Source: an optimization exercise on an open RTL-to-GDS flow (aim: small area, a short achievable clock period and few clock cycles per item). Production flows keep margins and buffers that such runs may drop. Function was checked by simulation only, so behaviour that the tests miss may differ from the original.

==> fjord: inputs <==
Design ftn_addr_hash, start of the top module:
module ftn_addr_hash (
    input  wire         clk,
    input  wire         rst,         
    input  wire [127:0] key,         
    input  wire         in_valid,
    output wire         in_ready,
    input  wire [127:0] addr,        
    input  wire         is_v6,
    input  wire         v6_pfx,
    output wire         out_valid,
    input  wire         out_ready,
    output wire [63:0]  h,
    output wire [19:0]  index,       
    output wire [15:0]  tag          
);
    function [63:0] bswap64(input [63:0] x);
        integer i;
        begin
            for (i = 0; i < 8; i = i + 1)
                bswap64[8*i +: 8] = x[63-8*i -: 8];
        end
    endfunction
    function [31:0] bswap32(input [31:0] x);
        bswap32 = {x[7:0], x[15:8], x[23:16], x[31:24]};
    endfunction
    function [63:0] rotl(input [63:0] x, input integer b);
        rotl = (x << b) | (x >> (64 - b));
    endfunction
    reg         run;         
    reg  [4:0]  cnt;         
    reg         t6, tp;      
    reg  [63:0] m0_q;        
    reg  [63:0] lo_q;        
    reg  [63:0] x0, x1, y0, y1;
    reg         ov;          
    reg  [63:0] h_q;
    reg         last;        
    reg         rdy;         
    reg         init;        
    reg         f_m0, f_lo0, f_8_0, f_16_0, f_lo3, f_8_3, f_16_3, fin;   
    wire ph     = cnt[0];    
    wire done   = last && !ov;                          
    wire replay = last && ov;                           
    assign in_ready = rdy;
    wire acc = !rst && in_valid && rdy;
    wire       run_n  = !rst && (acc || replay || (run && !last));
    wire       ov_n   = !rst && (done || (ov && !out_ready));
    wire [4:0] cn     = cnt + 5'd1;
    wire       step   = !rst && !init;                  
    wire       last_n = step && (t6 ? (cn == 5'd19) : tp ? (cn == 5'd15) : (cn == 5'd11));
    wire [63:0] m0_in = !is_v6 ? {8'd4, 24'd0, bswap32(addr[31:0])} : bswap64(addr[127:64]);
  ...
==> module ftn_addr_hash, before the edit <==
module ftn_addr_hash (
    input  wire         clk,
    input  wire         rst,         
    input  wire [127:0] key,         
    input  wire         in_valid,
    output wire         in_ready,
    input  wire [127:0] addr,        
    input  wire         is_v6,
    input  wire         v6_pfx,
    output wire         out_valid,
    input  wire         out_ready,
    output wire [63:0]  h,
    output wire [19:0]  index,       
    output wire [15:0]  tag          
);
    function [63:0] bswap64(input [63:0] x);
        integer i;
        begin
            for (i = 0; i < 8; i = i + 1)
                bswap64[8*i +: 8] = x[63-8*i -: 8];
        end
    endfunction
    function [31:0] bswap32(input [31:0] x);
        bswap32 = {x[7:0], x[15:8], x[23:16], x[31:24]};
    endfunction
    function [63:0] rotl(input [63:0] x, input integer b);
        rotl = (x << b) | (x >> (64 - b));
    endfunction
    reg         run;         
    reg  [4:0]  cnt;         
    reg         t6, tp;      
    reg  [63:0] m0_q;        
    reg  [63:0] lo_q;        
    reg  [63:0] x0, x1, y0, y1;
    reg         ov;          
    reg  [63:0] h_q;
    reg         last;        
    reg         rdy;         
    reg         init;        
    reg         f_m0, f_lo0, f_8_0, f_16_0, f_lo3, f_8_3, f_16_3, fin;   
    wire ph     = cnt[0];    
    wire done   = last && !ov;                          
    wire replay = last && ov;                           
    assign in_ready = rdy;
    wire acc = !rst && in_valid && rdy;
    wire       run_n  = !rst && (acc || replay || (run && !last));
    wire       ov_n   = !rst && (done || (ov && !out_ready));
    wire [4:0] cn     = cnt + 5'd1;
    wire       step   = !rst && !init;                  
    wire       last_n = step && (t6 ? (cn == 5'd19) : tp ? (cn == 5'd15) : (cn == 5'd11));
    wire [63:0] m0_in = !is_v6 ? {8'd4, 24'd0, bswap32(addr[31:0])} : bswap64(addr[127:64]);
    wire [63:0] m0    = in_ready ? m0_in : m0_q;
    wire [63:0] k0 = bswap64(key[127:64]);
    wire [63:0] k1 = bswap64(key[63:0]);
    wire [63:0] s, t;
    sip_add64 add_s (.a(x0), .b(y0), .s(s));
    sip_add64 add_t (.a(x1), .b(y1), .s(t));
    wire [63:0] ry0 = ph ? rotl(y0, 17) : rotl(y0, 13);
    wire [63:0] ry1 = ph ? rotl(y1, 21) : rotl(y1, 16);
    wire [63:0] inj0 = (f_m0 ? m0_q : 64'd0) | (f_lo0 ? lo_q : 64'd0)
                     | {3'd0, f_16_0, f_8_0, 59'd0};
    wire [63:0] inj3 = (f_lo3 ? lo_q : 64'd0) | {3'd0, f_16_3, f_8_3, 59'd0};
    wire [63:0] nx0 = t ^ inj0;
    wire [63:0] nx1 = rotl(s, 32) ^ {56'd0, {8{fin}}};
    wire [63:0] ny0 = ry0 ^ s;
    wire [63:0] ny1 = (ry1 ^ inj3) ^ t;
    wire [63:0] hf  = ny0 ^ rotl(s, 32) ^ ry1;           
    always @(posedge clk) begin
        if (in_ready) begin
            m0_q <= m0_in;
            lo_q <= bswap64(addr[63:0]);
            t6   <= is_v6 && !v6_pfx;
            tp   <= is_v6 && v6_pfx;
        end
        if (init) begin
            x0  <= k0 ^ 64'h736f6d6570736575;
            y0  <= k1 ^ 64'h646f72616e646f6d;
            x1  <= k0 ^ 64'h6c7967656e657261;
            y1  <= k1 ^ 64'h7465646279746573 ^ m0;
            cnt <= 5'd0;
        end else begin
            x0  <= nx0;
            x1  <= nx1;
            y0  <= ny0;
            y1  <= ny1;
            cnt <= cnt + 5'd1;
        end
        if (done)
            h_q <= hf;
        run    <= run_n;
        ov     <= ov_n;
        last   <= last_n;
        rdy    <= !run_n || (last_n && !ov_n);
        init   <= !run_n || last_n;
        f_m0   <= step && cn == 5'd3;
        f_lo0  <= step && cn == 5'd7 && t6;
        f_8_0  <= step && cn == 5'd7 && tp;
        f_16_0 <= step && cn == 5'd11 && t6;
        f_lo3  <= step && cn == 5'd3 && t6;
        f_8_3  <= step && cn == 5'd3 && tp;
        f_16_3 <= step && cn == 5'd7 && t6;
        fin    <= step && (t6 ? cn == 5'd11 : tp ? cn == 5'd7 : cn == 5'd3);
    end
    assign out_valid = ov;
    assign h         = h_q;
    assign index     = h_q[19:0];
    assign tag       = h_q[35:20];
endmodule
==> flow/config.mk <==
export PLATFORM = sky130hd
export DESIGN_NAME = ftn_addr_hash
export DESIGN_NICKNAME = ftn_addr_hash
export VERILOG_FILES = /design/flow/design.v
export SDC_FILE = /design/flow/constraint.sdc
export NUM_CORES = 4
export LEC_CHECK = 0
export ABC_AREA = 1
export CAP_MARGIN = 20
export CORE_MARGIN = 2
export CORE_UTILIZATION = 60
export SLEW_MARGIN = 20
==> flow/constraint.sdc <==
create_clock -name core_clock -period 11.0 [get_ports {clk}]
set_input_delay 2.2000 -clock core_clock [delete_from_list [all_inputs] [get_ports {clk}]]
set_output_delay 2.2000 -clock core_clock [all_outputs]
set_load 0.01 [all_outputs]
standard.sh (not shown) runs the stock make flow with config.mk's settings and CLKGATE_MAP_FILE= SYNTH_SCRIPT=/design/flow/synth_recipe.tcl, a recipe that flattens the netlist after the stock synthesis.
==> flow/flow/run.sh <==
#!/bin/bash
# Layout: the standard flow (standard.sh) with these changes:
#  - repair_timing is asked to leave 7.65 ns of setup slack at the 11 ns clock
#    (a 3.35 ns target), so that it sizes the datapath for speed;
#  - the full-adder cells are added to the platform's don't-use list, so
#    synthesis extracts only half adders and leaves the 3-input XORs and
#    majorities of the adders to abc (faster than the fa cell's sum output);
#  - ports are buffered with buf_1 cells instead of the default choice;
#  - clock tree: clkbuf_8 buffers, clusters of at most 16 sinks within 45 um,
#    no dummy loads.
# The clock, the constraints and everything else are the standard ones.
set -euo pipefail
DONT_USE="sky130_fd_sc_hd__probe_p_8 sky130_fd_sc_hd__probec_p_8 sky130_fd_sc_hd__lpflow_bleeder_1 sky130_fd_sc_hd__lpflow_clkbufkapwr_1 sky130_fd_sc_hd__lpflow_clkbufkapwr_16 sky130_fd_sc_hd__lpflow_clkbufkapwr_2 sky130_fd_sc_hd__lpflow_clkbufkapwr_4 sky130_fd_sc_hd__lpflow_clkbufkapwr_8 sky130_fd_sc_hd__lpflow_clkinvkapwr_1 sky130_fd_sc_hd__lpflow_clkinvkapwr_16 sky130_fd_sc_hd__lpflow_clkinvkapwr_2 sky130_fd_sc_hd__lpflow_clkinvkapwr_4 sky130_fd_sc_hd__lpflow_clkinvkapwr_8 sky130_fd_sc_hd__lpflow_decapkapwr_12 sky130_fd_sc_hd__lpflow_decapkapwr_3 sky130_fd_sc_hd__lpflow_decapkapwr_4 sky130_fd_sc_hd__lpflow_decapkapwr_6 sky130_fd_sc_hd__lpflow_decapkapwr_8 sky130_fd_sc_hd__lpflow_inputiso0n_1 sky130_fd_sc_hd__lpflow_inputiso0p_1 sky130_fd_sc_hd__lpflow_inputiso1n_1 sky130_fd_sc_hd__lpflow_inputiso1p_1 sky130_fd_sc_hd__lpflow_inputisolatch_1 sky130_fd_sc_hd__lpflow_isobufsrc_1 sky130_fd_sc_hd__lpflow_isobufsrc_16 sky130_fd_sc_hd__lpflow_isobufsrc_2 sky130_fd_sc_hd__lpflow_isobufsrc_4 sky130_fd_sc_hd__lpflow_isobufsrc_8 sky130_fd_sc_hd__lpflow_isobufsrckapwr_16 sky130_fd_sc_hd__lpflow_lsbuf_lh_hl_isowell_tap_1 sky130_fd_sc_hd__lpflow_lsbuf_lh_hl_isowell_tap_2 sky130_fd_sc_hd__lpflow_lsbuf_lh_hl_isowell_tap_4 sky130_fd_sc_hd__lpflow_lsbuf_lh_isowell_4 sky130_fd_sc_hd__lpflow_lsbuf_lh_isowell_tap_1 sky130_fd_sc_hd__lpflow_lsbuf_lh_isowell_tap_2 sky130_fd_sc_hd__lpflow_lsbuf_lh_isowell_tap_4  sky130_fd_sc_hd__fa_1 sky130_fd_sc_hd__fa_2 sky130_fd_sc_hd__fa_4"
bash standard.sh \
  SETUP_SLACK_MARGIN=7.65 \
  "DONT_USE_CELLS=$DONT_USE" \
  "BUFFER_PORTS_ARGS=-buffer_cell sky130_fd_sc_hd__buf_1" \
  "CTS_ARGS=-sink_clustering_enable -repair_clock_nets -dont_use_dummy_load -buf_list {sky130_fd_sc_hd__clkbuf_8} -sink_clustering_size 16 -sink_clustering_max_diameter 45" \
  finish > standard_flow.log 2>&1
==> inputs of xenon, as changes to fjord <==
--- a/flow/design.v
+++ b/flow/design.v
@@ -27,6 +27,7 @@
         rotl = (x << b) | (x >> (64 - b));
     endfunction
     reg         run;         
+    reg         pend;        
     reg  [4:0]  cnt;         
     reg         t6, tp;      
     reg  [63:0] m0_q;        
@@ -35,21 +36,23 @@
     reg         ov;          
     reg  [63:0] h_q;
     reg         last;        
+    reg         prelast;     
     reg         rdy;         
     reg         init;        
     reg         f_m0, f_lo0, f_8_0, f_16_0, f_lo3, f_8_3, f_16_3, fin;   
     wire ph     = cnt[0];    
     wire done   = last && !ov;                          
     wire replay = last && ov;                           
+    wire start  = pend && (!run || done);               
     assign in_ready = rdy;
     wire acc = !rst && in_valid && rdy;
-    wire       run_n  = !rst && (acc || replay || (run && !last));
-    wire       ov_n   = !rst && (done || (ov && !out_ready));
-    wire [4:0] cn     = cnt + 5'd1;
-    wire       step   = !rst && !init;                  
-    wire       last_n = step && (t6 ? (cn == 5'd19) : tp ? (cn == 5'd15) : (cn == 5'd11));
-    wire [63:0] m0_in = !is_v6 ? {8'd4, 24'd0, bswap32(addr[31:0])} : bswap64(addr[127:64]);
-    wire [63:0] m0    = in_ready ? m0_in : m0_q;
+    wire       run_n     = !rst && (start || replay || (run && !last));
+    wire       pend_n    = !rst && (acc || (pend && !start));
+    wire       ov_n      = !rst && (done || (ov && !out_ready));
+    wire [4:0] cn        = cnt + 5'd1;
+    wire       step      = !rst && !init;               
+    wire       last_n    = step && (t6 ? (cn == 5'd19) : tp ? (cn == 5'd15) : (cn == 5'd11));
+    wire       prelast_n = step && (t6 ? (cn == 5'd18) : tp ? (cn == 5'd14) : (cn == 5'd10));
     wire [63:0] k0 = bswap64(key[127:64]);
     wire [63:0] k1 = bswap64(key[63:0]);
     wire [63:0] s, t;
@@ -66,8 +69,8 @@
     wire [63:0] ny1 = (ry1 ^ inj3) ^ t;
     wire [63:0] hf  = ny0 ^ rotl(s, 32) ^ ry1;           
     always @(posedge clk) begin
-        if (in_ready) begin
-            m0_q <= m0_in;
+        if (rdy) begin
+            m0_q <= !is_v6 ? {8'd4, 24'd0, bswap32(addr[31:0])} : bswap64(addr[127:64]);
             lo_q <= bswap64(addr[63:0]);
             t6   <= is_v6 && !v6_pfx;
             tp   <= is_v6 && v6_pfx;
@@ -76,30 +79,32 @@
             x0  <= k0 ^ 64'h736f6d6570736575;
             y0  <= k1 ^ 64'h646f72616e646f6d;
             x1  <= k0 ^ 64'h6c7967656e657261;
-            y1  <= k1 ^ 64'h7465646279746573 ^ m0;
+            y1  <= k1 ^ 64'h7465646279746573 ^ m0_q;
             cnt <= 5'd0;
         end else begin
             x0  <= nx0;
             x1  <= nx1;
             y0  <= ny0;
             y1  <= ny1;
-            cnt <= cnt + 5'd1;
+            cnt <= cn;
         end
         if (done)
             h_q <= hf;
-        run    <= run_n;
-        ov     <= ov_n;
-        last   <= last_n;
-        rdy    <= !run_n || (last_n && !ov_n);
-        init   <= !run_n || last_n;
-        f_m0   <= step && cn == 5'd3;
-        f_lo0  <= step && cn == 5'd7 && t6;
-        f_8_0  <= step && cn == 5'd7 && tp;
-        f_16_0 <= step && cn == 5'd11 && t6;
-        f_lo3  <= step && cn == 5'd3 && t6;
-        f_8_3  <= step && cn == 5'd3 && tp;
-        f_16_3 <= step && cn == 5'd7 && t6;
-        fin    <= step && (t6 ? cn == 5'd11 : tp ? cn == 5'd7 : cn == 5'd3);
+        run     <= run_n;
+        pend    <= pend_n;
+        ov      <= ov_n;
+        last    <= last_n;
+        prelast <= prelast_n;
+        rdy     <= !pend_n && (!run_n || (prelast_n && !ov_n));
+        init    <= !run_n || last_n;
+        f_m0    <= step && cn == 5'd3;
+        f_lo0   <= step && cn == 5'd7 && t6;
+        f_8_0   <= step && cn == 5'd7 && tp;
+        f_16_0  <= step && cn == 5'd11 && t6;
+        f_lo3   <= step && cn == 5'd3 && t6;
+        f_8_3   <= step && cn == 5'd3 && tp;
+        f_16_3  <= step && cn == 5'd7 && t6;
+        fin     <= step && (t6 ? cn == 5'd11 : tp ? cn == 5'd7 : cn == 5'd3);
     end
     assign out_valid = ov;
     assign h         = h_q;
--- a/flow/flow/run.sh
+++ b/flow/flow/run.sh
@@ -1,7 +1,7 @@
 #!/bin/bash
 # Layout: the standard flow (standard.sh) with these changes:
-#  - repair_timing is asked to leave 7.65 ns of setup slack at the 11 ns clock
-#    (a 3.35 ns target), so that it sizes the datapath for speed;
+#  - repair_timing is asked to leave 7.5 ns of setup slack at the 11 ns clock
+#    (a 3.5 ns target), so that it sizes the datapath for speed;
 #  - the full-adder cells are added to the platform's don't-use list, so
 #    synthesis extracts only half adders and leaves the 3-input XORs and
 #    majorities of the adders to abc (faster than the fa cell's sum output);
@@ -12,7 +12,7 @@
 set -euo pipefail
 DONT_USE="sky130_fd_sc_hd__probe_p_8 sky130_fd_sc_hd__probec_p_8 sky130_fd_sc_hd__lpflow_bleeder_1 sky130_fd_sc_hd__lpflow_clkbufkapwr_1 sky130_fd_sc_hd__lpflow_clkbufkapwr_16 sky130_fd_sc_hd__lpflow_clkbufkapwr_2 sky130_fd_sc_hd__lpflow_clkbufkapwr_4 sky130_fd_sc_hd__lpflow_clkbufkapwr_8 sky130_fd_sc_hd__lpflow_clkinvkapwr_1 sky130_fd_sc_hd__lpflow_clkinvkapwr_16 sky130_fd_sc_hd__lpflow_clkinvkapwr_2 sky130_fd_sc_hd__lpflow_clkinvkapwr_4 sky130_fd_sc_hd__lpflow_clkinvkapwr_8 sky130_fd_sc_hd__lpflow_decapkapwr_12 sky130_fd_sc_hd__lpflow_decapkapwr_3 sky130_fd_sc_hd__lpflow_decapkapwr_4 sky130_fd_sc_hd__lpflow_decapkapwr_6 sky130_fd_sc_hd__lpflow_decapkapwr_8 sky130_fd_sc_hd__lpflow_inputiso0n_1 sky130_fd_sc_hd__lpflow_inputiso0p_1 sky130_fd_sc_hd__lpflow_inputiso1n_1 sky130_fd_sc_hd__lpflow_inputiso1p_1 sky130_fd_sc_hd__lpflow_inputisolatch_1 sky130_fd_sc_hd__lpflow_isobufsrc_1 sky130_fd_sc_hd__lpflow_isobufsrc_16 sky130_fd_sc_hd__lpflow_isobufsrc_2 sky130_fd_sc_hd__lpflow_isobufsrc_4 sky130_fd_sc_hd__lpflow_isobufsrc_8 sky130_fd_sc_hd__lpflow_isobufsrckapwr_16 sky130_fd_sc_hd__lpflow_lsbuf_lh_hl_isowell_tap_1 sky130_fd_sc_hd__lpflow_lsbuf_lh_hl_isowell_tap_2 sky130_fd_sc_hd__lpflow_lsbuf_lh_hl_isowell_tap_4 sky130_fd_sc_hd__lpflow_lsbuf_lh_isowell_4 sky130_fd_sc_hd__lpflow_lsbuf_lh_isowell_tap_1 sky130_fd_sc_hd__lpflow_lsbuf_lh_isowell_tap_2 sky130_fd_sc_hd__lpflow_lsbuf_lh_isowell_tap_4  sky130_fd_sc_hd__fa_1 sky130_fd_sc_hd__fa_2 sky130_fd_sc_hd__fa_4"
 bash standard.sh \
-  SETUP_SLACK_MARGIN=7.65 \
+  SETUP_SLACK_MARGIN=7.5 \
   "DONT_USE_CELLS=$DONT_USE" \
   "BUFFER_PORTS_ARGS=-buffer_cell sky130_fd_sc_hd__buf_1" \
   "CTS_ARGS=-sink_clustering_enable -repair_clock_nets -dont_use_dummy_load -buf_list {sky130_fd_sc_hd__clkbuf_8} -sink_clustering_size 16 -sink_clustering_max_diameter 45" \
==> inputs of onyx, as changes to fjord <==
--- a/flow/flow/run.sh
+++ b/flow/flow/run.sh
@@ -1,7 +1,7 @@
 #!/bin/bash
 # Layout: the standard flow (standard.sh) with these changes:
-#  - repair_timing is asked to leave 7.65 ns of setup slack at the 11 ns clock
-#    (a 3.35 ns target), so that it sizes the datapath for speed;
+#  - repair_timing is asked to leave 8.1 ns of setup slack at the 11 ns clock
+#    (a 2.9 ns target), so that it sizes the datapath for speed;
 #  - the full-adder cells are added to the platform's don't-use list, so
 #    synthesis extracts only half adders and leaves the 3-input XORs and
 #    majorities of the adders to abc (faster than the fa cell's sum output);
@@ -12,7 +12,7 @@
 set -euo pipefail
 DONT_USE="sky130_fd_sc_hd__probe_p_8 sky130_fd_sc_hd__probec_p_8 sky130_fd_sc_hd__lpflow_bleeder_1 sky130_fd_sc_hd__lpflow_clkbufkapwr_1 sky130_fd_sc_hd__lpflow_clkbufkapwr_16 sky130_fd_sc_hd__lpflow_clkbufkapwr_2 sky130_fd_sc_hd__lpflow_clkbufkapwr_4 sky130_fd_sc_hd__lpflow_clkbufkapwr_8 sky130_fd_sc_hd__lpflow_clkinvkapwr_1 sky130_fd_sc_hd__lpflow_clkinvkapwr_16 sky130_fd_sc_hd__lpflow_clkinvkapwr_2 sky130_fd_sc_hd__lpflow_clkinvkapwr_4 sky130_fd_sc_hd__lpflow_clkinvkapwr_8 sky130_fd_sc_hd__lpflow_decapkapwr_12 sky130_fd_sc_hd__lpflow_decapkapwr_3 sky130_fd_sc_hd__lpflow_decapkapwr_4 sky130_fd_sc_hd__lpflow_decapkapwr_6 sky130_fd_sc_hd__lpflow_decapkapwr_8 sky130_fd_sc_hd__lpflow_inputiso0n_1 sky130_fd_sc_hd__lpflow_inputiso0p_1 sky130_fd_sc_hd__lpflow_inputiso1n_1 sky130_fd_sc_hd__lpflow_inputiso1p_1 sky130_fd_sc_hd__lpflow_inputisolatch_1 sky130_fd_sc_hd__lpflow_isobufsrc_1 sky130_fd_sc_hd__lpflow_isobufsrc_16 sky130_fd_sc_hd__lpflow_isobufsrc_2 sky130_fd_sc_hd__lpflow_isobufsrc_4 sky130_fd_sc_hd__lpflow_isobufsrc_8 sky130_fd_sc_hd__lpflow_isobufsrckapwr_16 sky130_fd_sc_hd__lpflow_lsbuf_lh_hl_isowell_tap_1 sky130_fd_sc_hd__lpflow_lsbuf_lh_hl_isowell_tap_2 sky130_fd_sc_hd__lpflow_lsbuf_lh_hl_isowell_tap_4 sky130_fd_sc_hd__lpflow_lsbuf_lh_isowell_4 sky130_fd_sc_hd__lpflow_lsbuf_lh_isowell_tap_1 sky130_fd_sc_hd__lpflow_lsbuf_lh_isowell_tap_2 sky130_fd_sc_hd__lpflow_lsbuf_lh_isowell_tap_4  sky130_fd_sc_hd__fa_1 sky130_fd_sc_hd__fa_2 sky130_fd_sc_hd__fa_4"
 bash standard.sh \
-  SETUP_SLACK_MARGIN=7.65 \
+  SETUP_SLACK_MARGIN=8.1 \
   "DONT_USE_CELLS=$DONT_USE" \
   "BUFFER_PORTS_ARGS=-buffer_cell sky130_fd_sc_hd__buf_1" \
   "CTS_ARGS=-sink_clustering_enable -repair_clock_nets -dont_use_dummy_load -buf_list {sky130_fd_sc_hd__clkbuf_8} -sink_clustering_size 16 -sink_clustering_max_diameter 45" \
==> inputs of quartz, as changes to fjord <==
--- a/flow/flow/run.sh
+++ b/flow/flow/run.sh
@@ -1,7 +1,7 @@
 #!/bin/bash
 # Layout: the standard flow (standard.sh) with these changes:
-#  - repair_timing is asked to leave 7.65 ns of setup slack at the 11 ns clock
-#    (a 3.35 ns target), so that it sizes the datapath for speed;
+#  - repair_timing is asked to leave 7.3 ns of setup slack at the 11 ns clock
+#    (a 3.7 ns target), so that it sizes the datapath for speed;
 #  - the full-adder cells are added to the platform's don't-use list, so
 #    synthesis extracts only half adders and leaves the 3-input XORs and
 #    majorities of the adders to abc (faster than the fa cell's sum output);
@@ -12,7 +12,7 @@
 set -euo pipefail
 DONT_USE="sky130_fd_sc_hd__probe_p_8 sky130_fd_sc_hd__probec_p_8 sky130_fd_sc_hd__lpflow_bleeder_1 sky130_fd_sc_hd__lpflow_clkbufkapwr_1 sky130_fd_sc_hd__lpflow_clkbufkapwr_16 sky130_fd_sc_hd__lpflow_clkbufkapwr_2 sky130_fd_sc_hd__lpflow_clkbufkapwr_4 sky130_fd_sc_hd__lpflow_clkbufkapwr_8 sky130_fd_sc_hd__lpflow_clkinvkapwr_1 sky130_fd_sc_hd__lpflow_clkinvkapwr_16 sky130_fd_sc_hd__lpflow_clkinvkapwr_2 sky130_fd_sc_hd__lpflow_clkinvkapwr_4 sky130_fd_sc_hd__lpflow_clkinvkapwr_8 sky130_fd_sc_hd__lpflow_decapkapwr_12 sky130_fd_sc_hd__lpflow_decapkapwr_3 sky130_fd_sc_hd__lpflow_decapkapwr_4 sky130_fd_sc_hd__lpflow_decapkapwr_6 sky130_fd_sc_hd__lpflow_decapkapwr_8 sky130_fd_sc_hd__lpflow_inputiso0n_1 sky130_fd_sc_hd__lpflow_inputiso0p_1 sky130_fd_sc_hd__lpflow_inputiso1n_1 sky130_fd_sc_hd__lpflow_inputiso1p_1 sky130_fd_sc_hd__lpflow_inputisolatch_1 sky130_fd_sc_hd__lpflow_isobufsrc_1 sky130_fd_sc_hd__lpflow_isobufsrc_16 sky130_fd_sc_hd__lpflow_isobufsrc_2 sky130_fd_sc_hd__lpflow_isobufsrc_4 sky130_fd_sc_hd__lpflow_isobufsrc_8 sky130_fd_sc_hd__lpflow_isobufsrckapwr_16 sky130_fd_sc_hd__lpflow_lsbuf_lh_hl_isowell_tap_1 sky130_fd_sc_hd__lpflow_lsbuf_lh_hl_isowell_tap_2 sky130_fd_sc_hd__lpflow_lsbuf_lh_hl_isowell_tap_4 sky130_fd_sc_hd__lpflow_lsbuf_lh_isowell_4 sky130_fd_sc_hd__lpflow_lsbuf_lh_isowell_tap_1 sky130_fd_sc_hd__lpflow_lsbuf_lh_isowell_tap_2 sky130_fd_sc_hd__lpflow_lsbuf_lh_isowell_tap_4  sky130_fd_sc_hd__fa_1 sky130_fd_sc_hd__fa_2 sky130_fd_sc_hd__fa_4"
 bash standard.sh \
-  SETUP_SLACK_MARGIN=7.65 \
+  SETUP_SLACK_MARGIN=7.3 \
   "DONT_USE_CELLS=$DONT_USE" \
   "BUFFER_PORTS_ARGS=-buffer_cell sky130_fd_sc_hd__buf_1" \
   "CTS_ARGS=-sink_clustering_enable -repair_clock_nets -dont_use_dummy_load -buf_list {sky130_fd_sc_hd__clkbuf_8} -sink_clustering_size 16 -sink_clustering_max_diameter 45" \
Settings changed: ABC_AREA 1 to not set, CORE_UTILIZATION 60 to 70.
==> qor summary <==
metric	onyx	xenon	fjord	quartz
Outcome	failed layout checks	no timing/DRC/antenna violations	no timing/DRC/antenna violations	no timing/DRC/antenna violations
Violated checks	capacitance limit, slew limit	-	-	-
# rows	77	77	77	70
Largest net degree at the start of global routing	190	90	92	103
Met3 routing resource usage after global routing	0.154	0.117	0.144	0.205
Cells after Synth	3,263	3,117	3,263	2,601
Depth of the worst register-to-register path	19	23	15	15
Capturing element of the worst setup path	h[62]	in_ready	h[2]	x1[59]
Finished layout cell area	0.0342 mm²	0.0297 mm²	0.0301 mm²	0.0296 mm²
Busiest grt layer	met1	met1	met1	met2
Post-detailed-routing wire length	112 mm	101 mm	103 mm	105 mm
Post-place setup slack	7060 ps	6210 ps	6820 ps	6610 ps
DIE AREA	0.0464 mm²	0.0469 mm²	0.0464 mm²	0.0388 mm²
Achievable frequency	287 MHz	277 MHz	285 MHz	258 MHz
Average wire per standard cell	26.4 µm	25.1 µm	24.7 µm	31.0 µm
Core Footprint	0.0441 mm²	0.0444 mm²	0.0441 mm²	0.0366 mm²
Routed length on met3	17.9 mm	14.2 mm	16.2 mm	17.4 mm
Arrival time reported for the critical path endpoint	1280 ps	1410 ps	1310 ps	4380 ps
Actual transition at the worst max-transition pin	1570 ps	1250 ps	1380 ps	1350 ps
Post-synthesis share of cell area spent on and, or, nand and nor gates	0.154	0.164	0.154	0.0738
Post-CTS setup repair buffer count	70	2	16	15
Final GP Congestion	1.07	1.07	1.07	1.15
Met1 Resource Use GR	0.650	0.612	0.631	0.674
Number of global-route vias before repair	23,200	21,400	22,500	20,700
Testbench counts of fjord, summed over its fixed seeds: cycles 38,308, items 2,400.
Testbench counts of xenon, summed over its fixed seeds: cycles 38,316, items 2,400.
Testbench counts of onyx, summed over its fixed seeds: cycles 38,308, items 2,400.
Testbench counts of quartz, summed over its fixed seeds: cycles 38,308, items 2,400.

[what the ideal ports hide]
No port has a modelled driver above. Below, the same layouts with a new extraction and two added sets of constraints. Step 1: set_driving_cell puts a clkbuf_16 on clk and a buf_2 on each other input, an assumption about the parent block. Step 2 adds t to the input delays and takes it off the output delays; t is the mean of the earliest and latest rising clock arrival at the registers after step 1. Input paths then give back, and output paths get back, about the clock's delay inside the block. Three values: ideal ports, drivers, drivers and shift; two values: the first two.
| run | t (ns) | setup slack, ns | worst setup path at the end | pins driven straight from the clock port |
|---|---|---|---|---|
| fjord | 0.730 | 7.494 / 7.436 / 7.084 | input to register | 1 |
| xenon | 0.719 | 7.387 / 7.331 / 7.245 | input to register | 1 |
| onyx | 0.746 | 7.517 / 7.461 / 7.439 | input to register | 1 |
| quartz | 0.710 | 7.131 / 7.131 / 6.702 | input to register | 1 |
The setup slack of quartz, which loses most, moves by 0.000 ns with the drivers and by -0.429 ns with both steps.
